Source: an optimization exercise on an open RTL-to-GDS flow (aim: small area, a short achievable clock period and few clock cycles per item). Production flows keep margins and buffers that such runs may drop.
Only simulation tests tie the RTL to the original design; equivalence was not proved.

==> flow/design.v <==
module ustep_sine_rom (
    input  wire [9:0]  addr,
    output reg  [15:0] data
);
    always @(*) begin
        case (addr)
            10'd0: data = 16'h0000;
            10'd1: data = 16'h00c9;
            10'd2: data = 16'h0192;
            10'd3: data = 16'h025b;
            10'd4: data = 16'h0324;
            10'd5: data = 16'h03ed;
            10'd6: data = 16'h04b6;
            10'd7: data = 16'h057f;
            10'd8: data = 16'h0648;
            10'd9: data = 16'h0711;
            10'd10: data = 16'h07d9;
            10'd11: data = 16'h08a2;
            10'd12: data = 16'h096a;
            10'd13: data = 16'h0a33;
            10'd14: data = 16'h0afb;
            10'd15: data = 16'h0bc4;
            10'd16: data = 16'h0c8c;
            10'd17: data = 16'h0d54;
            10'd18: data = 16'h0e1c;
            10'd19: data = 16'h0ee3;
            10'd20: data = 16'h0fab;
            10'd21: data = 16'h1072;
            10'd22: data = 16'h113a;
            10'd23: data = 16'h1201;
            10'd24: data = 16'h12c8;
            10'd25: data = 16'h138f;
            10'd26: data = 16'h1455;
            10'd27: data = 16'h151c;
            10'd28: data = 16'h15e2;
            10'd29: data = 16'h16a8;
            10'd30: data = 16'h176e;
            10'd31: data = 16'h1833;
            10'd32: data = 16'h18f9;
            10'd33: data = 16'h19be;
            10'd34: data = 16'h1a82;
            10'd35: data = 16'h1b47;
            10'd36: data = 16'h1c0b;
            10'd37: data = 16'h1ccf;
            10'd38: data = 16'h1d93;
            10'd39: data = 16'h1e57;
            10'd40: data = 16'h1f1a;
            10'd41: data = 16'h1fdd;
            10'd42: data = 16'h209f;
            10'd43: data = 16'h2161;
            10'd44: data = 16'h2223;
            10'd45: data = 16'h22e5;
            10'd46: data = 16'h23a6;
            10'd47: data = 16'h2467;
            10'd48: data = 16'h2528;
            10'd49: data = 16'h25e8;
            10'd50: data = 16'h26a8;
            10'd51: data = 16'h2767;
            10'd52: data = 16'h2826;
            10'd53: data = 16'h28e5;
            10'd54: data = 16'h29a3;
            10'd55: data = 16'h2a61;
            10'd56: data = 16'h2b1f;
            10'd57: data = 16'h2bdc;
            10'd58: data = 16'h2c99;
            10'd59: data = 16'h2d55;
            10'd60: data = 16'h2e11;
            10'd61: data = 16'h2ecc;
            10'd62: data = 16'h2f87;
            10'd63: data = 16'h3041;
            10'd64: data = 16'h30fb;
            10'd65: data = 16'h31b5;
            10'd66: data = 16'h326e;
            10'd67: data = 16'h3326;
            10'd68: data = 16'h33df;
            10'd69: data = 16'h3496;
            10'd70: data = 16'h354d;
            10'd71: data = 16'h3604;
            10'd72: data = 16'h36ba;
            10'd73: data = 16'h376f;
            10'd74: data = 16'h3824;
            10'd75: data = 16'h38d9;
            10'd76: data = 16'h398c;
            10'd77: data = 16'h3a40;
            10'd78: data = 16'h3af2;
            10'd79: data = 16'h3ba5;
            10'd80: data = 16'h3c56;
            10'd81: data = 16'h3d07;
            10'd82: data = 16'h3db8;
            10'd83: data = 16'h3e68;
            10'd84: data = 16'h3f17;
            10'd85: data = 16'h3fc5;
            10'd86: data = 16'h4073;
            10'd87: data = 16'h4121;
            10'd88: data = 16'h41ce;
            10'd89: data = 16'h427a;
            10'd90: data = 16'h4325;
            10'd91: data = 16'h43d0;
            10'd92: data = 16'h447a;
            10'd93: data = 16'h4524;
            10'd94: data = 16'h45cd;
            10'd95: data = 16'h4675;
            10'd96: data = 16'h471c;
            10'd97: data = 16'h47c3;
            10'd98: data = 16'h4869;
            10'd99: data = 16'h490f;
            10'd100: data = 16'h49b4;
            10'd101: data = 16'h4a58;
            10'd102: data = 16'h4afb;
            10'd103: data = 16'h4b9d;
            10'd104: data = 16'h4c3f;
            10'd105: data = 16'h4ce0;
            10'd106: data = 16'h4d81;
            10'd107: data = 16'h4e20;
            10'd108: data = 16'h4ebf;
            10'd109: data = 16'h4f5d;
            10'd110: data = 16'h4ffb;
            10'd111: data = 16'h5097;
            10'd112: data = 16'h5133;
            10'd113: data = 16'h51ce;
            10'd114: data = 16'h5268;
            10'd115: data = 16'h5302;
            10'd116: data = 16'h539b;
            10'd117: data = 16'h5432;
            10'd118: data = 16'h54c9;
            10'd119: data = 16'h5560;
            10'd120: data = 16'h55f5;
            10'd121: data = 16'h568a;
            10'd122: data = 16'h571d;
            10'd123: data = 16'h57b0;
            10'd124: data = 16'h5842;
            10'd125: data = 16'h58d3;
            10'd126: data = 16'h5964;
            10'd127: data = 16'h59f3;
            10'd128: data = 16'h5a82;
            10'd129: data = 16'h5b0f;
            10'd130: data = 16'h5b9c;
            10'd131: data = 16'h5c28;
            10'd132: data = 16'h5cb3;
            10'd133: data = 16'h5d3e;
            10'd134: data = 16'h5dc7;
            10'd135: data = 16'h5e4f;
            10'd136: data = 16'h5ed7;
            10'd137: data = 16'h5f5d;
            10'd138: data = 16'h5fe3;
            10'd139: data = 16'h6068;
            10'd140: data = 16'h60eb;
            10'd141: data = 16'h616e;
            10'd142: data = 16'h61f0;
            10'd143: data = 16'h6271;
            10'd144: data = 16'h62f1;
            10'd145: data = 16'h6370;
            10'd146: data = 16'h63ee;
            10'd147: data = 16'h646c;
            10'd148: data = 16'h64e8;
            10'd149: data = 16'h6563;
            10'd150: data = 16'h65dd;
            10'd151: data = 16'h6656;
            10'd152: data = 16'h66cf;
            10'd153: data = 16'h6746;
            10'd154: data = 16'h67bc;
            10'd155: data = 16'h6832;
            10'd156: data = 16'h68a6;
            10'd157: data = 16'h6919;
            10'd158: data = 16'h698b;
            10'd159: data = 16'h69fd;
            10'd160: data = 16'h6a6d;
            10'd161: data = 16'h6adc;
            10'd162: data = 16'h6b4a;
            10'd163: data = 16'h6bb7;
            10'd164: data = 16'h6c23;
            10'd165: data = 16'h6c8e;
            10'd166: data = 16'h6cf8;
            10'd167: data = 16'h6d61;
            10'd168: data = 16'h6dc9;
            10'd169: data = 16'h6e30;
            10'd170: data = 16'h6e96;
            10'd171: data = 16'h6efb;
            10'd172: data = 16'h6f5e;
            10'd173: data = 16'h6fc1;
            10'd174: data = 16'h7022;
            10'd175: data = 16'h7083;
            10'd176: data = 16'h70e2;
            10'd177: data = 16'h7140;
            10'd178: data = 16'h719d;
            10'd179: data = 16'h71f9;
            10'd180: data = 16'h7254;
            10'd181: data = 16'h72ae;
            10'd182: data = 16'h7307;
            10'd183: data = 16'h735e;
            10'd184: data = 16'h73b5;
            10'd185: data = 16'h740a;
            10'd186: data = 16'h745f;
            10'd187: data = 16'h74b2;
            10'd188: data = 16'h7504;
            10'd189: data = 16'h7555;
            10'd190: data = 16'h75a5;
            10'd191: data = 16'h75f3;
            10'd192: data = 16'h7641;
            10'd193: data = 16'h768d;
            10'd194: data = 16'h76d8;
            10'd195: data = 16'h7722;
            10'd196: data = 16'h776b;
            10'd197: data = 16'h77b3;
            10'd198: data = 16'h77fa;
            10'd199: data = 16'h783f;
            10'd200: data = 16'h7884;
            10'd201: data = 16'h78c7;
            10'd202: data = 16'h7909;
            10'd203: data = 16'h794a;
            10'd204: data = 16'h7989;
            10'd205: data = 16'h79c8;
            10'd206: data = 16'h7a05;
            10'd207: data = 16'h7a41;
            10'd208: data = 16'h7a7c;
            10'd209: data = 16'h7ab6;
            10'd210: data = 16'h7aee;
            10'd211: data = 16'h7b26;
            10'd212: data = 16'h7b5c;
            10'd213: data = 16'h7b91;
            10'd214: data = 16'h7bc5;
            10'd215: data = 16'h7bf8;
            10'd216: data = 16'h7c29;
            10'd217: data = 16'h7c59;
            10'd218: data = 16'h7c88;
            10'd219: data = 16'h7cb6;
            10'd220: data = 16'h7ce3;
            10'd221: data = 16'h7d0e;
            10'd222: data = 16'h7d39;
            10'd223: data = 16'h7d62;
            10'd224: data = 16'h7d89;
            10'd225: data = 16'h7db0;
            10'd226: data = 16'h7dd5;
            10'd227: data = 16'h7dfa;
            10'd228: data = 16'h7e1d;
            10'd229: data = 16'h7e3e;
            10'd230: data = 16'h7e5f;
            10'd231: data = 16'h7e7e;
            10'd232: data = 16'h7e9c;
            10'd233: data = 16'h7eb9;
            10'd234: data = 16'h7ed5;
            10'd235: data = 16'h7eef;
            10'd236: data = 16'h7f09;
            10'd237: data = 16'h7f21;
            10'd238: data = 16'h7f37;
            10'd239: data = 16'h7f4d;
            10'd240: data = 16'h7f61;
            10'd241: data = 16'h7f74;
            10'd242: data = 16'h7f86;
            10'd243: data = 16'h7f97;
            10'd244: data = 16'h7fa6;
            10'd245: data = 16'h7fb4;
            10'd246: data = 16'h7fc1;
            10'd247: data = 16'h7fcd;
            10'd248: data = 16'h7fd8;
            10'd249: data = 16'h7fe1;
            10'd250: data = 16'h7fe9;
            10'd251: data = 16'h7ff0;
            10'd252: data = 16'h7ff5;
            10'd253: data = 16'h7ff9;
            10'd254: data = 16'h7ffd;
            10'd255: data = 16'h7ffe;
            10'd256: data = 16'h7fff;
            10'd257: data = 16'h7ffe;
            10'd258: data = 16'h7ffd;
            10'd259: data = 16'h7ff9;
            10'd260: data = 16'h7ff5;
            10'd261: data = 16'h7ff0;
            10'd262: data = 16'h7fe9;
            10'd263: data = 16'h7fe1;
            10'd264: data = 16'h7fd8;
            10'd265: data = 16'h7fcd;
            10'd266: data = 16'h7fc1;
            10'd267: data = 16'h7fb4;
            10'd268: data = 16'h7fa6;
            10'd269: data = 16'h7f97;
            10'd270: data = 16'h7f86;
            10'd271: data = 16'h7f74;
            10'd272: data = 16'h7f61;
            10'd273: data = 16'h7f4d;
            10'd274: data = 16'h7f37;
            10'd275: data = 16'h7f21;
            10'd276: data = 16'h7f09;
            10'd277: data = 16'h7eef;
            10'd278: data = 16'h7ed5;
            10'd279: data = 16'h7eb9;
            10'd280: data = 16'h7e9c;
            10'd281: data = 16'h7e7e;
            10'd282: data = 16'h7e5f;
            10'd283: data = 16'h7e3e;
            10'd284: data = 16'h7e1d;
            10'd285: data = 16'h7dfa;
            10'd286: data = 16'h7dd5;
            10'd287: data = 16'h7db0;
            10'd288: data = 16'h7d89;
            10'd289: data = 16'h7d62;
            10'd290: data = 16'h7d39;
            10'd291: data = 16'h7d0e;
            10'd292: data = 16'h7ce3;
            10'd293: data = 16'h7cb6;
            10'd294: data = 16'h7c88;
            10'd295: data = 16'h7c59;
            10'd296: data = 16'h7c29;
            10'd297: data = 16'h7bf8;
            10'd298: data = 16'h7bc5;
            10'd299: data = 16'h7b91;
            10'd300: data = 16'h7b5c;
            10'd301: data = 16'h7b26;
            10'd302: data = 16'h7aee;
            10'd303: data = 16'h7ab6;
            10'd304: data = 16'h7a7c;
            10'd305: data = 16'h7a41;
            10'd306: data = 16'h7a05;
            10'd307: data = 16'h79c8;
            10'd308: data = 16'h7989;
            10'd309: data = 16'h794a;
            10'd310: data = 16'h7909;
            10'd311: data = 16'h78c7;
            10'd312: data = 16'h7884;
            10'd313: data = 16'h783f;
            10'd314: data = 16'h77fa;
            10'd315: data = 16'h77b3;
            10'd316: data = 16'h776b;
            10'd317: data = 16'h7722;
            10'd318: data = 16'h76d8;
            10'd319: data = 16'h768d;
            10'd320: data = 16'h7641;
            10'd321: data = 16'h75f3;
            10'd322: data = 16'h75a5;
            10'd323: data = 16'h7555;
            10'd324: data = 16'h7504;
            10'd325: data = 16'h74b2;
            10'd326: data = 16'h745f;
            10'd327: data = 16'h740a;
            10'd328: data = 16'h73b5;
            10'd329: data = 16'h735e;
            10'd330: data = 16'h7307;
            10'd331: data = 16'h72ae;
            10'd332: data = 16'h7254;
            10'd333: data = 16'h71f9;
            10'd334: data = 16'h719d;
            10'd335: data = 16'h7140;
            10'd336: data = 16'h70e2;
            10'd337: data = 16'h7083;
            10'd338: data = 16'h7022;
            10'd339: data = 16'h6fc1;
            10'd340: data = 16'h6f5e;
            10'd341: data = 16'h6efb;
            10'd342: data = 16'h6e96;
            10'd343: data = 16'h6e30;
            10'd344: data = 16'h6dc9;
            10'd345: data = 16'h6d61;
            10'd346: data = 16'h6cf8;
            10'd347: data = 16'h6c8e;
            10'd348: data = 16'h6c23;
            10'd349: data = 16'h6bb7;
            10'd350: data = 16'h6b4a;
            10'd351: data = 16'h6adc;
            10'd352: data = 16'h6a6d;
            10'd353: data = 16'h69fd;
            10'd354: data = 16'h698b;
            10'd355: data = 16'h6919;
            10'd356: data = 16'h68a6;
            10'd357: data = 16'h6832;
            10'd358: data = 16'h67bc;
            10'd359: data = 16'h6746;
            10'd360: data = 16'h66cf;
            10'd361: data = 16'h6656;
            10'd362: data = 16'h65dd;
            10'd363: data = 16'h6563;
            10'd364: data = 16'h64e8;
            10'd365: data = 16'h646c;
            10'd366: data = 16'h63ee;
            10'd367: data = 16'h6370;
            10'd368: data = 16'h62f1;
            10'd369: data = 16'h6271;
            10'd370: data = 16'h61f0;
            10'd371: data = 16'h616e;
            10'd372: data = 16'h60eb;
            10'd373: data = 16'h6068;
            10'd374: data = 16'h5fe3;
            10'd375: data = 16'h5f5d;
            10'd376: data = 16'h5ed7;
            10'd377: data = 16'h5e4f;
            10'd378: data = 16'h5dc7;
            10'd379: data = 16'h5d3e;
            10'd380: data = 16'h5cb3;
            10'd381: data = 16'h5c28;
            10'd382: data = 16'h5b9c;
            10'd383: data = 16'h5b0f;
            10'd384: data = 16'h5a82;
            10'd385: data = 16'h59f3;
            10'd386: data = 16'h5964;
            10'd387: data = 16'h58d3;
            10'd388: data = 16'h5842;
            10'd389: data = 16'h57b0;
            10'd390: data = 16'h571d;
            10'd391: data = 16'h568a;
            10'd392: data = 16'h55f5;
            10'd393: data = 16'h5560;
            10'd394: data = 16'h54c9;
            10'd395: data = 16'h5432;
            10'd396: data = 16'h539b;
            10'd397: data = 16'h5302;
            10'd398: data = 16'h5268;
            10'd399: data = 16'h51ce;
            10'd400: data = 16'h5133;
            10'd401: data = 16'h5097;
            10'd402: data = 16'h4ffb;
            10'd403: data = 16'h4f5d;
            10'd404: data = 16'h4ebf;
            10'd405: data = 16'h4e20;
            10'd406: data = 16'h4d81;
            10'd407: data = 16'h4ce0;
            10'd408: data = 16'h4c3f;
            10'd409: data = 16'h4b9d;
            10'd410: data = 16'h4afb;
            10'd411: data = 16'h4a58;
            10'd412: data = 16'h49b4;
            10'd413: data = 16'h490f;
            10'd414: data = 16'h4869;
            10'd415: data = 16'h47c3;
            10'd416: data = 16'h471c;
            10'd417: data = 16'h4675;
            10'd418: data = 16'h45cd;
            10'd419: data = 16'h4524;
            10'd420: data = 16'h447a;
            10'd421: data = 16'h43d0;
            10'd422: data = 16'h4325;
            10'd423: data = 16'h427a;
            10'd424: data = 16'h41ce;
            10'd425: data = 16'h4121;
            10'd426: data = 16'h4073;
            10'd427: data = 16'h3fc5;
            10'd428: data = 16'h3f17;
            10'd429: data = 16'h3e68;
            10'd430: data = 16'h3db8;
            10'd431: data = 16'h3d07;
            10'd432: data = 16'h3c56;
            10'd433: data = 16'h3ba5;
            10'd434: data = 16'h3af2;
            10'd435: data = 16'h3a40;
            10'd436: data = 16'h398c;
            10'd437: data = 16'h38d9;
            10'd438: data = 16'h3824;
            10'd439: data = 16'h376f;
            10'd440: data = 16'h36ba;
            10'd441: data = 16'h3604;
            10'd442: data = 16'h354d;
            10'd443: data = 16'h3496;
            10'd444: data = 16'h33df;
            10'd445: data = 16'h3326;
            10'd446: data = 16'h326e;
            10'd447: data = 16'h31b5;
            10'd448: data = 16'h30fb;
            10'd449: data = 16'h3041;
            10'd450: data = 16'h2f87;
            10'd451: data = 16'h2ecc;
            10'd452: data = 16'h2e11;
            10'd453: data = 16'h2d55;
            10'd454: data = 16'h2c99;
            10'd455: data = 16'h2bdc;
            10'd456: data = 16'h2b1f;
            10'd457: data = 16'h2a61;
            10'd458: data = 16'h29a3;
            10'd459: data = 16'h28e5;
            10'd460: data = 16'h2826;
            10'd461: data = 16'h2767;
            10'd462: data = 16'h26a8;
            10'd463: data = 16'h25e8;
            10'd464: data = 16'h2528;
            10'd465: data = 16'h2467;
            10'd466: data = 16'h23a6;
            10'd467: data = 16'h22e5;
            10'd468: data = 16'h2223;
            10'd469: data = 16'h2161;
            10'd470: data = 16'h209f;
            10'd471: data = 16'h1fdd;
            10'd472: data = 16'h1f1a;
            10'd473: data = 16'h1e57;
            10'd474: data = 16'h1d93;
            10'd475: data = 16'h1ccf;
            10'd476: data = 16'h1c0b;
            10'd477: data = 16'h1b47;
            10'd478: data = 16'h1a82;
            10'd479: data = 16'h19be;
            10'd480: data = 16'h18f9;
            10'd481: data = 16'h1833;
            10'd482: data = 16'h176e;
            10'd483: data = 16'h16a8;
            10'd484: data = 16'h15e2;
            10'd485: data = 16'h151c;
            10'd486: data = 16'h1455;
            10'd487: data = 16'h138f;
            10'd488: data = 16'h12c8;
            10'd489: data = 16'h1201;
            10'd490: data = 16'h113a;
            10'd491: data = 16'h1072;
            10'd492: data = 16'h0fab;
            10'd493: data = 16'h0ee3;
            10'd494: data = 16'h0e1c;
            10'd495: data = 16'h0d54;
            10'd496: data = 16'h0c8c;
            10'd497: data = 16'h0bc4;
            10'd498: data = 16'h0afb;
            10'd499: data = 16'h0a33;
            10'd500: data = 16'h096a;
            10'd501: data = 16'h08a2;
            10'd502: data = 16'h07d9;
            10'd503: data = 16'h0711;
            10'd504: data = 16'h0648;
            10'd505: data = 16'h057f;
            10'd506: data = 16'h04b6;
            10'd507: data = 16'h03ed;
            10'd508: data = 16'h0324;
            10'd509: data = 16'h025b;
            10'd510: data = 16'h0192;
            10'd511: data = 16'h00c9;
            10'd512: data = 16'h0000;
            10'd513: data = 16'hff37;
            10'd514: data = 16'hfe6e;
            10'd515: data = 16'hfda5;
            10'd516: data = 16'hfcdc;
            10'd517: data = 16'hfc13;
            10'd518: data = 16'hfb4a;
            10'd519: data = 16'hfa81;
            10'd520: data = 16'hf9b8;
            10'd521: data = 16'hf8ef;
            10'd522: data = 16'hf827;
            10'd523: data = 16'hf75e;
            10'd524: data = 16'hf696;
            10'd525: data = 16'hf5cd;
            10'd526: data = 16'hf505;
            10'd527: data = 16'hf43c;
            10'd528: data = 16'hf374;
            10'd529: data = 16'hf2ac;
            10'd530: data = 16'hf1e4;
            10'd531: data = 16'hf11d;
            10'd532: data = 16'hf055;
            10'd533: data = 16'hef8e;
            10'd534: data = 16'heec6;
            10'd535: data = 16'hedff;
            10'd536: data = 16'hed38;
            10'd537: data = 16'hec71;
            10'd538: data = 16'hebab;
            10'd539: data = 16'heae4;
            10'd540: data = 16'hea1e;
            10'd541: data = 16'he958;
            10'd542: data = 16'he892;
            10'd543: data = 16'he7cd;
            10'd544: data = 16'he707;
            10'd545: data = 16'he642;
            10'd546: data = 16'he57e;
            10'd547: data = 16'he4b9;
            10'd548: data = 16'he3f5;
            10'd549: data = 16'he331;
            10'd550: data = 16'he26d;
            10'd551: data = 16'he1a9;
            10'd552: data = 16'he0e6;
            10'd553: data = 16'he023;
            10'd554: data = 16'hdf61;
            10'd555: data = 16'hde9f;
            10'd556: data = 16'hdddd;
            10'd557: data = 16'hdd1b;
            10'd558: data = 16'hdc5a;
            10'd559: data = 16'hdb99;
            10'd560: data = 16'hdad8;
            10'd561: data = 16'hda18;
            10'd562: data = 16'hd958;
            10'd563: data = 16'hd899;
            10'd564: data = 16'hd7da;
            10'd565: data = 16'hd71b;
            10'd566: data = 16'hd65d;
            10'd567: data = 16'hd59f;
            10'd568: data = 16'hd4e1;
            10'd569: data = 16'hd424;
            10'd570: data = 16'hd367;
            10'd571: data = 16'hd2ab;
            10'd572: data = 16'hd1ef;
            10'd573: data = 16'hd134;
            10'd574: data = 16'hd079;
            10'd575: data = 16'hcfbf;
            10'd576: data = 16'hcf05;
            10'd577: data = 16'hce4b;
            10'd578: data = 16'hcd92;
            10'd579: data = 16'hccda;
            10'd580: data = 16'hcc21;
            10'd581: data = 16'hcb6a;
            10'd582: data = 16'hcab3;
            10'd583: data = 16'hc9fc;
            10'd584: data = 16'hc946;
            10'd585: data = 16'hc891;
            10'd586: data = 16'hc7dc;
            10'd587: data = 16'hc727;
            10'd588: data = 16'hc674;
            10'd589: data = 16'hc5c0;
            10'd590: data = 16'hc50e;
            10'd591: data = 16'hc45b;
            10'd592: data = 16'hc3aa;
            10'd593: data = 16'hc2f9;
            10'd594: data = 16'hc248;
            10'd595: data = 16'hc198;
            10'd596: data = 16'hc0e9;
            10'd597: data = 16'hc03b;
            10'd598: data = 16'hbf8d;
            10'd599: data = 16'hbedf;
            10'd600: data = 16'hbe32;
            10'd601: data = 16'hbd86;
            10'd602: data = 16'hbcdb;
            10'd603: data = 16'hbc30;
            10'd604: data = 16'hbb86;
            10'd605: data = 16'hbadc;
            10'd606: data = 16'hba33;
            10'd607: data = 16'hb98b;
            10'd608: data = 16'hb8e4;
            10'd609: data = 16'hb83d;
            10'd610: data = 16'hb797;
            10'd611: data = 16'hb6f1;
            10'd612: data = 16'hb64c;
            10'd613: data = 16'hb5a8;
            10'd614: data = 16'hb505;
            10'd615: data = 16'hb463;
            10'd616: data = 16'hb3c1;
            10'd617: data = 16'hb320;
            10'd618: data = 16'hb27f;
            10'd619: data = 16'hb1e0;
            10'd620: data = 16'hb141;
            10'd621: data = 16'hb0a3;
            10'd622: data = 16'hb005;
            10'd623: data = 16'haf69;
            10'd624: data = 16'haecd;
            10'd625: data = 16'hae32;
            10'd626: data = 16'had98;
            10'd627: data = 16'hacfe;
            10'd628: data = 16'hac65;
            10'd629: data = 16'habce;
            10'd630: data = 16'hab37;
            10'd631: data = 16'haaa0;
            10'd632: data = 16'haa0b;
            10'd633: data = 16'ha976;
            10'd634: data = 16'ha8e3;
            10'd635: data = 16'ha850;
            10'd636: data = 16'ha7be;
            10'd637: data = 16'ha72d;
            10'd638: data = 16'ha69c;
            10'd639: data = 16'ha60d;
            10'd640: data = 16'ha57e;
            10'd641: data = 16'ha4f1;
            10'd642: data = 16'ha464;
            10'd643: data = 16'ha3d8;
            10'd644: data = 16'ha34d;
            10'd645: data = 16'ha2c2;
            10'd646: data = 16'ha239;
            10'd647: data = 16'ha1b1;
            10'd648: data = 16'ha129;
            10'd649: data = 16'ha0a3;
            10'd650: data = 16'ha01d;
            10'd651: data = 16'h9f98;
            10'd652: data = 16'h9f15;
            10'd653: data = 16'h9e92;
            10'd654: data = 16'h9e10;
            10'd655: data = 16'h9d8f;
            10'd656: data = 16'h9d0f;
            10'd657: data = 16'h9c90;
            10'd658: data = 16'h9c12;
            10'd659: data = 16'h9b94;
            10'd660: data = 16'h9b18;
            10'd661: data = 16'h9a9d;
            10'd662: data = 16'h9a23;
            10'd663: data = 16'h99aa;
            10'd664: data = 16'h9931;
            10'd665: data = 16'h98ba;
            10'd666: data = 16'h9844;
            10'd667: data = 16'h97ce;
            10'd668: data = 16'h975a;
            10'd669: data = 16'h96e7;
            10'd670: data = 16'h9675;
            10'd671: data = 16'h9603;
            10'd672: data = 16'h9593;
            10'd673: data = 16'h9524;
            10'd674: data = 16'h94b6;
            10'd675: data = 16'h9449;
            10'd676: data = 16'h93dd;
            10'd677: data = 16'h9372;
            10'd678: data = 16'h9308;
            10'd679: data = 16'h929f;
            10'd680: data = 16'h9237;
            10'd681: data = 16'h91d0;
            10'd682: data = 16'h916a;
            10'd683: data = 16'h9105;
            10'd684: data = 16'h90a2;
            10'd685: data = 16'h903f;
            10'd686: data = 16'h8fde;
            10'd687: data = 16'h8f7d;
            10'd688: data = 16'h8f1e;
            10'd689: data = 16'h8ec0;
            10'd690: data = 16'h8e63;
            10'd691: data = 16'h8e07;
            10'd692: data = 16'h8dac;
            10'd693: data = 16'h8d52;
            10'd694: data = 16'h8cf9;
            10'd695: data = 16'h8ca2;
            10'd696: data = 16'h8c4b;
            10'd697: data = 16'h8bf6;
            10'd698: data = 16'h8ba1;
            10'd699: data = 16'h8b4e;
            10'd700: data = 16'h8afc;
            10'd701: data = 16'h8aab;
            10'd702: data = 16'h8a5b;
            10'd703: data = 16'h8a0d;
            10'd704: data = 16'h89bf;
            10'd705: data = 16'h8973;
            10'd706: data = 16'h8928;
            10'd707: data = 16'h88de;
            10'd708: data = 16'h8895;
            10'd709: data = 16'h884d;
            10'd710: data = 16'h8806;
            10'd711: data = 16'h87c1;
            10'd712: data = 16'h877c;
            10'd713: data = 16'h8739;
            10'd714: data = 16'h86f7;
            10'd715: data = 16'h86b6;
            10'd716: data = 16'h8677;
            10'd717: data = 16'h8638;
            10'd718: data = 16'h85fb;
            10'd719: data = 16'h85bf;
            10'd720: data = 16'h8584;
            10'd721: data = 16'h854a;
            10'd722: data = 16'h8512;
            10'd723: data = 16'h84da;
            10'd724: data = 16'h84a4;
            10'd725: data = 16'h846f;
            10'd726: data = 16'h843b;
            10'd727: data = 16'h8408;
            10'd728: data = 16'h83d7;
            10'd729: data = 16'h83a7;
            10'd730: data = 16'h8378;
            10'd731: data = 16'h834a;
            10'd732: data = 16'h831d;
            10'd733: data = 16'h82f2;
            10'd734: data = 16'h82c7;
            10'd735: data = 16'h829e;
            10'd736: data = 16'h8277;
            10'd737: data = 16'h8250;
            10'd738: data = 16'h822b;
            10'd739: data = 16'h8206;
            10'd740: data = 16'h81e3;
            10'd741: data = 16'h81c2;
            10'd742: data = 16'h81a1;
            10'd743: data = 16'h8182;
            10'd744: data = 16'h8164;
            10'd745: data = 16'h8147;
            10'd746: data = 16'h812b;
            10'd747: data = 16'h8111;
            10'd748: data = 16'h80f7;
            10'd749: data = 16'h80df;
            10'd750: data = 16'h80c9;
            10'd751: data = 16'h80b3;
            10'd752: data = 16'h809f;
            10'd753: data = 16'h808c;
            10'd754: data = 16'h807a;
            10'd755: data = 16'h8069;
            10'd756: data = 16'h805a;
            10'd757: data = 16'h804c;
            10'd758: data = 16'h803f;
            10'd759: data = 16'h8033;
            10'd760: data = 16'h8028;
            10'd761: data = 16'h801f;
            10'd762: data = 16'h8017;
            10'd763: data = 16'h8010;
            10'd764: data = 16'h800b;
            10'd765: data = 16'h8007;
            10'd766: data = 16'h8003;
            10'd767: data = 16'h8002;
            10'd768: data = 16'h8001;
            10'd769: data = 16'h8002;
            10'd770: data = 16'h8003;
            10'd771: data = 16'h8007;
            10'd772: data = 16'h800b;
            10'd773: data = 16'h8010;
            10'd774: data = 16'h8017;
            10'd775: data = 16'h801f;
            10'd776: data = 16'h8028;
            10'd777: data = 16'h8033;
            10'd778: data = 16'h803f;
            10'd779: data = 16'h804c;
            10'd780: data = 16'h805a;
            10'd781: data = 16'h8069;
            10'd782: data = 16'h807a;
            10'd783: data = 16'h808c;
            10'd784: data = 16'h809f;
            10'd785: data = 16'h80b3;
            10'd786: data = 16'h80c9;
            10'd787: data = 16'h80df;
            10'd788: data = 16'h80f7;
            10'd789: data = 16'h8111;
            10'd790: data = 16'h812b;
            10'd791: data = 16'h8147;
            10'd792: data = 16'h8164;
            10'd793: data = 16'h8182;
            10'd794: data = 16'h81a1;
            10'd795: data = 16'h81c2;
            10'd796: data = 16'h81e3;
            10'd797: data = 16'h8206;
            10'd798: data = 16'h822b;
            10'd799: data = 16'h8250;
            10'd800: data = 16'h8277;
            10'd801: data = 16'h829e;
            10'd802: data = 16'h82c7;
            10'd803: data = 16'h82f2;
            10'd804: data = 16'h831d;
            10'd805: data = 16'h834a;
            10'd806: data = 16'h8378;
            10'd807: data = 16'h83a7;
            10'd808: data = 16'h83d7;
            10'd809: data = 16'h8408;
            10'd810: data = 16'h843b;
            10'd811: data = 16'h846f;
            10'd812: data = 16'h84a4;
            10'd813: data = 16'h84da;
            10'd814: data = 16'h8512;
            10'd815: data = 16'h854a;
            10'd816: data = 16'h8584;
            10'd817: data = 16'h85bf;
            10'd818: data = 16'h85fb;
            10'd819: data = 16'h8638;
            10'd820: data = 16'h8677;
            10'd821: data = 16'h86b6;
            10'd822: data = 16'h86f7;
            10'd823: data = 16'h8739;
            10'd824: data = 16'h877c;
            10'd825: data = 16'h87c1;
            10'd826: data = 16'h8806;
            10'd827: data = 16'h884d;
            10'd828: data = 16'h8895;
            10'd829: data = 16'h88de;
            10'd830: data = 16'h8928;
            10'd831: data = 16'h8973;
            10'd832: data = 16'h89bf;
            10'd833: data = 16'h8a0d;
            10'd834: data = 16'h8a5b;
            10'd835: data = 16'h8aab;
            10'd836: data = 16'h8afc;
            10'd837: data = 16'h8b4e;
            10'd838: data = 16'h8ba1;
            10'd839: data = 16'h8bf6;
            10'd840: data = 16'h8c4b;
            10'd841: data = 16'h8ca2;
            10'd842: data = 16'h8cf9;
            10'd843: data = 16'h8d52;
            10'd844: data = 16'h8dac;
            10'd845: data = 16'h8e07;
            10'd846: data = 16'h8e63;
            10'd847: data = 16'h8ec0;
            10'd848: data = 16'h8f1e;
            10'd849: data = 16'h8f7d;
            10'd850: data = 16'h8fde;
            10'd851: data = 16'h903f;
            10'd852: data = 16'h90a2;
            10'd853: data = 16'h9105;
            10'd854: data = 16'h916a;
            10'd855: data = 16'h91d0;
            10'd856: data = 16'h9237;
            10'd857: data = 16'h929f;
            10'd858: data = 16'h9308;
            10'd859: data = 16'h9372;
            10'd860: data = 16'h93dd;
            10'd861: data = 16'h9449;
            10'd862: data = 16'h94b6;
            10'd863: data = 16'h9524;
            10'd864: data = 16'h9593;
            10'd865: data = 16'h9603;
            10'd866: data = 16'h9675;
            10'd867: data = 16'h96e7;
            10'd868: data = 16'h975a;
            10'd869: data = 16'h97ce;
            10'd870: data = 16'h9844;
            10'd871: data = 16'h98ba;
            10'd872: data = 16'h9931;
            10'd873: data = 16'h99aa;
            10'd874: data = 16'h9a23;
            10'd875: data = 16'h9a9d;
            10'd876: data = 16'h9b18;
            10'd877: data = 16'h9b94;
            10'd878: data = 16'h9c12;
            10'd879: data = 16'h9c90;
            10'd880: data = 16'h9d0f;
            10'd881: data = 16'h9d8f;
            10'd882: data = 16'h9e10;
            10'd883: data = 16'h9e92;
            10'd884: data = 16'h9f15;
            10'd885: data = 16'h9f98;
            10'd886: data = 16'ha01d;
            10'd887: data = 16'ha0a3;
            10'd888: data = 16'ha129;
            10'd889: data = 16'ha1b1;
            10'd890: data = 16'ha239;
            10'd891: data = 16'ha2c2;
            10'd892: data = 16'ha34d;
            10'd893: data = 16'ha3d8;
            10'd894: data = 16'ha464;
            10'd895: data = 16'ha4f1;
            10'd896: data = 16'ha57e;
            10'd897: data = 16'ha60d;
            10'd898: data = 16'ha69c;
            10'd899: data = 16'ha72d;
            10'd900: data = 16'ha7be;
            10'd901: data = 16'ha850;
            10'd902: data = 16'ha8e3;
            10'd903: data = 16'ha976;
            10'd904: data = 16'haa0b;
            10'd905: data = 16'haaa0;
            10'd906: data = 16'hab37;
            10'd907: data = 16'habce;
            10'd908: data = 16'hac65;
            10'd909: data = 16'hacfe;
            10'd910: data = 16'had98;
            10'd911: data = 16'hae32;
            10'd912: data = 16'haecd;
            10'd913: data = 16'haf69;
            10'd914: data = 16'hb005;
            10'd915: data = 16'hb0a3;
            10'd916: data = 16'hb141;
            10'd917: data = 16'hb1e0;
            10'd918: data = 16'hb27f;
            10'd919: data = 16'hb320;
            10'd920: data = 16'hb3c1;
            10'd921: data = 16'hb463;
            10'd922: data = 16'hb505;
            10'd923: data = 16'hb5a8;
            10'd924: data = 16'hb64c;
            10'd925: data = 16'hb6f1;
            10'd926: data = 16'hb797;
            10'd927: data = 16'hb83d;
            10'd928: data = 16'hb8e4;
            10'd929: data = 16'hb98b;
            10'd930: data = 16'hba33;
            10'd931: data = 16'hbadc;
            10'd932: data = 16'hbb86;
            10'd933: data = 16'hbc30;
            10'd934: data = 16'hbcdb;
            10'd935: data = 16'hbd86;
            10'd936: data = 16'hbe32;
            10'd937: data = 16'hbedf;
            10'd938: data = 16'hbf8d;
            10'd939: data = 16'hc03b;
            10'd940: data = 16'hc0e9;
            10'd941: data = 16'hc198;
            10'd942: data = 16'hc248;
            10'd943: data = 16'hc2f9;
            10'd944: data = 16'hc3aa;
            10'd945: data = 16'hc45b;
            10'd946: data = 16'hc50e;
            10'd947: data = 16'hc5c0;
            10'd948: data = 16'hc674;
            10'd949: data = 16'hc727;
            10'd950: data = 16'hc7dc;
            10'd951: data = 16'hc891;
            10'd952: data = 16'hc946;
            10'd953: data = 16'hc9fc;
            10'd954: data = 16'hcab3;
            10'd955: data = 16'hcb6a;
            10'd956: data = 16'hcc21;
            10'd957: data = 16'hccda;
            10'd958: data = 16'hcd92;
            10'd959: data = 16'hce4b;
            10'd960: data = 16'hcf05;
            10'd961: data = 16'hcfbf;
            10'd962: data = 16'hd079;
            10'd963: data = 16'hd134;
            10'd964: data = 16'hd1ef;
            10'd965: data = 16'hd2ab;
            10'd966: data = 16'hd367;
            10'd967: data = 16'hd424;
            10'd968: data = 16'hd4e1;
            10'd969: data = 16'hd59f;
            10'd970: data = 16'hd65d;
            10'd971: data = 16'hd71b;
            10'd972: data = 16'hd7da;
            10'd973: data = 16'hd899;
            10'd974: data = 16'hd958;
            10'd975: data = 16'hda18;
            10'd976: data = 16'hdad8;
            10'd977: data = 16'hdb99;
            10'd978: data = 16'hdc5a;
            10'd979: data = 16'hdd1b;
            10'd980: data = 16'hdddd;
            10'd981: data = 16'hde9f;
            10'd982: data = 16'hdf61;
            10'd983: data = 16'he023;
            10'd984: data = 16'he0e6;
            10'd985: data = 16'he1a9;
            10'd986: data = 16'he26d;
            10'd987: data = 16'he331;
            10'd988: data = 16'he3f5;
            10'd989: data = 16'he4b9;
            10'd990: data = 16'he57e;
            10'd991: data = 16'he642;
            10'd992: data = 16'he707;
            10'd993: data = 16'he7cd;
            10'd994: data = 16'he892;
            10'd995: data = 16'he958;
            10'd996: data = 16'hea1e;
            10'd997: data = 16'heae4;
            10'd998: data = 16'hebab;
            10'd999: data = 16'hec71;
            10'd1000: data = 16'hed38;
            10'd1001: data = 16'hedff;
            10'd1002: data = 16'heec6;
            10'd1003: data = 16'hef8e;
            10'd1004: data = 16'hf055;
            10'd1005: data = 16'hf11d;
            10'd1006: data = 16'hf1e4;
            10'd1007: data = 16'hf2ac;
            10'd1008: data = 16'hf374;
            10'd1009: data = 16'hf43c;
            10'd1010: data = 16'hf505;
            10'd1011: data = 16'hf5cd;
            10'd1012: data = 16'hf696;
            10'd1013: data = 16'hf75e;
            10'd1014: data = 16'hf827;
            10'd1015: data = 16'hf8ef;
            10'd1016: data = 16'hf9b8;
            10'd1017: data = 16'hfa81;
            10'd1018: data = 16'hfb4a;
            10'd1019: data = 16'hfc13;
            10'd1020: data = 16'hfcdc;
            10'd1021: data = 16'hfda5;
            10'd1022: data = 16'hfe6e;
            10'd1023: data = 16'hff37;
            default: data = 16'h0000;
        endcase
    end
endmodule
module ustep_ref (
    input  wire               clk,
    input  wire               rst,
    input  wire               in_valid,
    output wire               in_ready,
    input  wire        [25:0] in_pos,         
    input  wire        [1:0]  in_target,      
    input  wire        [11:0] in_run,
    input  wire        [11:0] in_hold,
    input  wire        [11:0] in_boost,
    input  wire        [7:0]  in_slew,
    input  wire               in_reverse,
    input  wire        [9:0]  in_phase_ofs,
    output reg                out_valid,
    output reg  signed [15:0] out_iref1,
    output reg  signed [15:0] out_iref2,
    output reg         [11:0] out_scale
);
    assign in_ready = 1'b1;
    reg        s0_valid;
    reg [25:0] s0_pos;
    reg [1:0]  s0_target;
    reg [11:0] s0_run, s0_hold, s0_boost;
    reg [7:0]  s0_slew;
    reg        s0_reverse;
    reg [9:0]  s0_phase_ofs;
    always @(posedge clk) begin
        if (rst) begin
            s0_valid <= 1'b0;
        end else begin
            s0_valid <= in_valid;
        end
        if (in_valid) begin
            s0_pos       <= in_pos;
            s0_target    <= in_target;
            s0_run       <= in_run;
            s0_hold      <= in_hold;
            s0_boost     <= in_boost;
            s0_slew      <= in_slew;
            s0_reverse   <= in_reverse;
            s0_phase_ofs <= in_phase_ofs;
        end
    end
    reg        energised;
    reg [11:0] eff_scale;
    reg [11:0] target_scale;
    always @(*) begin
        case (s0_target)
            2'd1:    target_scale = s0_hold;
            2'd2:    target_scale = s0_run;
            2'd3:    target_scale = (s0_boost == 12'd0) ? s0_run : s0_boost;
            default: target_scale = 12'd0;
        endcase
    end
    wire [12:0] eff_up   = {1'b0, eff_scale} + {5'd0, s0_slew};
    wire [12:0] eff_down = {1'b0, eff_scale} - {5'd0, s0_slew};
    reg [11:0] next_scale;
    always @(*) begin
        if (s0_target == 2'd0)
            next_scale = 12'd0;
        else if (!energised || s0_slew == 8'd0)
            next_scale = target_scale;
        else if (target_scale > eff_scale)
            next_scale = (eff_up >= {1'b0, target_scale}) ? target_scale : eff_up[11:0];
        else if (target_scale < eff_scale)
            next_scale = (eff_down[12] || eff_down[11:0] <= target_scale) ? target_scale
                                                                          : eff_down[11:0];
        else
            next_scale = eff_scale;
    end
    always @(posedge clk) begin
        if (rst) begin
            energised <= 1'b0;
            eff_scale <= 12'd0;
        end else if (s0_valid) begin
            energised <= (s0_target != 2'd0);
            eff_scale <= next_scale;
        end
    end
    wire [25:0] pos_dir = s0_reverse ? (26'd0 - s0_pos) : s0_pos;
    wire [25:0] pos_ofs = pos_dir + {s0_phase_ofs, 16'd0};
    wire [9:0]  k1      = pos_ofs[25:16];
    wire [3:0]  frac    = pos_ofs[15:12];
    wire [9:0]  k2      = k1 + 10'd256;
    wire [15:0] e1a, e1b, e2a, e2b;
    ustep_sine_rom rom_1a (.addr(k1),         .data(e1a));
    ustep_sine_rom rom_1b (.addr(k1 + 10'd1), .data(e1b));
    ustep_sine_rom rom_2a (.addr(k2),         .data(e2a));
    ustep_sine_rom rom_2b (.addr(k2 + 10'd1), .data(e2b));
    wire signed [15:0] v1, v2;
    ustep_interp interp_1 (.e0(e1a), .e1(e1b), .frac(frac), .v(v1));
    ustep_interp interp_2 (.e0(e2a), .e1(e2b), .frac(frac), .v(v2));
    reg               s1_valid;
    reg signed [15:0] s1_v1, s1_v2;
    always @(posedge clk) begin
        if (rst) begin
            s1_valid <= 1'b0;
        end else begin
            s1_valid <= s0_valid;
        end
        if (s0_valid) begin
            s1_v1 <= v1;
            s1_v2 <= v2;
        end
    end
    wire signed [15:0] i1, i2;
    ustep_scale scale_1 (.scale(eff_scale), .v(s1_v1), .iref(i1));
    ustep_scale scale_2 (.scale(eff_scale), .v(s1_v2), .iref(i2));
    always @(posedge clk) begin
        if (rst) begin
            out_valid <= 1'b0;
            out_iref1 <= 16'sd0;
            out_iref2 <= 16'sd0;
            out_scale <= 12'd0;
        end else begin
            out_valid <= s1_valid;
            if (s1_valid) begin
                out_iref1 <= i1;
                out_iref2 <= i2;
                out_scale <= eff_scale;
            end
        end
    end
endmodule
module ustep_interp (
    input  wire        [15:0] e0,
    input  wire        [15:0] e1,
    input  wire        [3:0]  frac,
    output wire signed [15:0] v
);
    wire signed [15:0] a = (e0 == 16'h8000) ? -16'sd32767 : $signed(e0);
    wire signed [15:0] b = (e1 == 16'h8000) ? -16'sd32767 : $signed(e1);
    wire signed [16:0] diff = b - a;
    wire signed [21:0] num  = ($signed({a, 4'd0})) + diff * $signed({1'b0, frac});
    wire        [21:0] mag  = num[21] ? -num : num;
    wire        [21:0] q    = (mag + 22'd8) >> 4;
    assign v = num[21] ? -q[15:0] : q[15:0];
endmodule
module ustep_scale (
    input  wire        [11:0] scale,
    input  wire signed [15:0] v,
    output wire signed [15:0] iref
);
    wire signed [28:0] p   = $signed({1'b0, scale}) * v;
    wire        [28:0] mag = p[28] ? -p : p;
    wire        [28:0] q   = (mag + 29'd2048) >> 12;
    assign iref = p[28] ? -q[15:0] : q[15:0];
endmodule
==> flow/run.sh <==
#!/bin/bash
# synth_recipe.tcl (not shown) runs the flow's synth.tcl, then flattens the netlist and writes it again
# the make line also repeats each setting of config.mk as NAME=value (left out here)
make -C /OpenROAD-flow-scripts/flow DESIGN_CONFIG=/design/flow/config.mk WORK_HOME=/design/flow/orfs CLKGATE_MAP_FILE= SYNTH_SCRIPT=/design/flow/synth_recipe.tcl finish
==> flow/config.mk <==
export PLATFORM = sky130hd
export DESIGN_NAME = ustep_ref
export DESIGN_NICKNAME = ustep_ref
export VERILOG_FILES = /design/flow/design.v
export SDC_FILE = /design/flow/constraint.sdc
export NUM_CORES = 4
export LEC_CHECK = 0
export CAP_MARGIN = 20
export CORE_MARGIN = 2
export CORE_UTILIZATION = 30
export SLEW_MARGIN = 20
export SYNTH_MEMORY_MAX_BITS = 65536
==> flow/constraint.sdc <==
create_clock -name core_clock -period 22.0 [get_ports {clk}]
set_input_delay 4.4000 -clock core_clock [delete_from_list [all_inputs] [get_ports {clk}]]
set_output_delay 4.4000 -clock core_clock [all_outputs]
set_load 0.01 [all_outputs]
==> impl_metrics.py <==
metrics = {
    "yosys": {
        "synth_top_cell_by_area": "fa_1",
        "synth_seq_cells": 175,
        "synth_top_area_share": 0.1542,
        "ys.flop_type": "edfxtp_1",
        "synth.avg_cell_area_um2": 7.066,
        "postSynthCellCount": 8506,
        "synth_top_cells_by_count": "nand2_1, nor2_1, inv_1, a21oi_1, clkbuf_1",
        "synthTopCellsByArea": "fa_1, ha_1, nand2_1, edfxtp_1, nor2_1",
        "synth_edf_count": 115,
        "yosysMostFrequentCell": "nand2_1",
        "async_flop_share": 0,
        "syn_area_um2": 60110,
        "yosysWarnings": 2,
        "syn_nets": 9428,
        "synth_cell_types": 102,
        "seq_area_frac_synth": 0.07744,
    },
    "floorplan": {
        "die_h_um": 451.6,
        "core_um2": 199500,
        "die_x_um": 451.6,
        "initial_core_util": 0.3014,
        "dieArea_um2": 204000,
        "io_pins": 132,
        "row_count": 164,
    },
    "drt": {
        "highest_layer": "met5",
        "ant_nets": 0,
        "drcViolationCount": 0,
        "met3_length_um": 46300,
        "routedWlPerCell_um": 33.86,
        "wl_met2_um": 150900,
        "via_count": 72410,
        "drtPass1Iterations": 10,
        "wl_um": 371100,
        "via_per_inst": 6.607,
        "wl_met1_um": 139600,
        "drt_iter0_markers": 11770,
    },
    "critical_path": {
        "critPathRequiredTime_ns": 22.25,
        "crit_top_cell": "o21ai_0",
        "cp.arrival_ns": 19.63,
        "end_kind": "register",
        "worst-setup-path-type": "reg2reg",
        "reg2reg_depth": 60,
        "slowest_stage": "a211oi_1",
        "critPathMaxStageDelay_ns": 0.99,
        "start_kind": "register",
        "crit_fanout": 51,
    },
    "timing": {
        "relSlewSlack": 0.1410,
        "worst_pin_slew_ns": 1.280,
        "fin_crit_ns": 19.38,
        "drv_slew": 0,
        "setup_tns_ns": 0,
        "min_period_over_period": 0.8810,
        "hold_viol": 0,
        "clock.fmax_ghz": 0.05160,
        "clock_skew_ns": 0.02105,
        "setup_viol": 0,
        "grt_setup_unrepaired": "false",
    },
    "grt": {
        "grt_pass1_wl_um": 522600,
        "track_usage": 0.3522,
        "grt_pass1_vias": 68730,
        "grt_overflow": 0,
        "grt_antenna_before_repair": 37,
        "grt_max_degree": 155,
    },
    "clock_network": {
        "cts_max_level": 4,
        "cts_tree": "built",
        "postCtsSetupBuffers": 0,
        "clockBufferDepth": 2,
        "clk_latency_ns": 0.52,
        "numCtsBuffers": 17,
        "root_buffer": "clkbuf_16",
        "clock-sinks": 175,
        "cts_resized": 0,
        "path_clk_slew_ns": 0.08,
        "hold_buffers": 0,
    },
    "placed_design": {
        "port_buffers": 130,
        "dp.final_hpwl_um": 273300,
        "place.gp.congestion": 1.104,
    },
    "finish": {
        "layout.nets": 9173,
        "final_util": 0.3297,
        "drive_above_1_share": 0.06438,
        "area_growth_pct": 9.403,
    },
    "worst_hold_path": {
        "worstHoldPathCells": 2,
        "worstHoldPathType": "reg2reg",
    },
    "outcome": {
        "status": "complete, no violations",
    },
    "run": {
        "drv_cap": 0,
    },
}
==> placed cells by master, fill, tap and decap left out, drive strengths merged, types with 115 or more instances in the layout <==
cell type      count
nor2             820
inv              708
fa               463
a31oi            169
o211ai           218
a211oi           180
and2             256
buf              307
ha               373
nand3            283
a21oi            614
nor3             207
xnor2            247
edfxtp           115
nand2            932
o21ai            572
clkdlybuf4s50    128
==> registers in the layout, summed over array words and instances (netlist names), 16 cells and up <==
name and flops:
s1_v2 16, s1_v1 16, out_iref1 16, s0_pos 26, out_iref2 16
==> path summary, 6_finish.rpt <==
kind,from,end,slack (ns)
setup / recovery,s0_pos[8]$_DFFE_PP_,s1_v1[15]$_DFFE_PP_,2.62
hold / removal,s0_valid$_SDFF_PP0_,s1_valid$_SDFF_PP0_,0.47
setup reg to reg,s0_pos[8]$_DFFE_PP_,s1_v1[15]$_DFFE_PP_,2.62
hold reg to reg,s0_valid$_SDFF_PP0_,s1_valid$_SDFF_PP0_,0.47
==> routing by layer <==
metal  up-vias  track usage
li1      30080            -
met1     35330       0.4259
met2      5353       0.5116
met3      1626       0.1314
met4        30       0.2521
met5         -     0.001166
==> through the flow <==
stage | instance area [um2] | worst slack (ns) | cells | hold slack (ns)
global route | 65660 | 1.806 | 10920 | 0.4919
detailed placement | 64900 | 3.498 | 10880 | 0.4544
global placement | 64860 | 2.991 | 10870 | 0.4455
CTS | 65510 | 3.440 | 10910 | 0.4692
floorplan | 60110 | 3.390 | 8506 | 0.4827
finish | 65760 | 2.619 | 10960 | 0.4707
==> worst max-delay path: cells and delay by family (launching register included) <==
family	cells	cell delay, ns
compound gates	24	6.48
fa+ha+maj	11	4.94
simple gates	14	4.40
buf+inv	7	1.91
xor+xnor	4	0.74
flops	1	0.38
==> cells by family (layout without fill, tap and decap cells) <==
kind of cell | Yosys count | count (layout) | synth area share
multiplexers | 124 | 124 | 0.02585
adder cells (fa/ha/maj) | 836 | 836 | 0.2318
buffers and inverters | 1416 | 1174 | 0.08913
AO/OA/AOI/OAI | 2718 | 2718 | 0.3010
other | 1 | 41 | 0.00006239
flip-flops | 175 | 175 | 0.07744
XOR/XNOR | 331 | 331 | 0.05131
AND/OR/NAND/NOR | 2905 | 2905 | 0.2234
==> area by class of cell <==
type                            instances  area (um2)
Timing Repair Buffer                  438        3934
Clock buffer                           17       425.4
Fill cell                           21650      133700
Tap cell                             2656        3323
Antenna cell                           40       100.1
Multi-Input combinational cell       6915       50490
Inverter                              704        2653
Sequential cell                       175        4657
Clock inverter                         15       181.4
Testbench counts, summed over its fixed seeds: cycles 24,024, items 24,000.

-- afterwards: timing with drivers on the ports --
The results above use ideal ports. As a check the final layout listed here was re-extracted and re-timed, cells and wires unchanged.
Step 1, drivers: a clkbuf_16 drives clk and a buf_2 each remaining input, both assumed.
Step 2 adds t to the input delays and takes it off the output delays; t is the mean of the earliest and latest rising clock arrival at the registers after step 1. Input paths then give back, and output paths get back, about the clock's delay inside the block.
Three values: ideal, step 1, step 2; two values: the first two.
t, ns: 0.580
setup WS [ns]: 2.619 / 2.619 / 2.619
worst setup path after step 2: register to register
pins driven straight from the clock port: 1
After both steps setup and hold are still met in this run. The setup slack of this run moves by 0.000 ns with the drivers and by 0.000 ns with both steps.
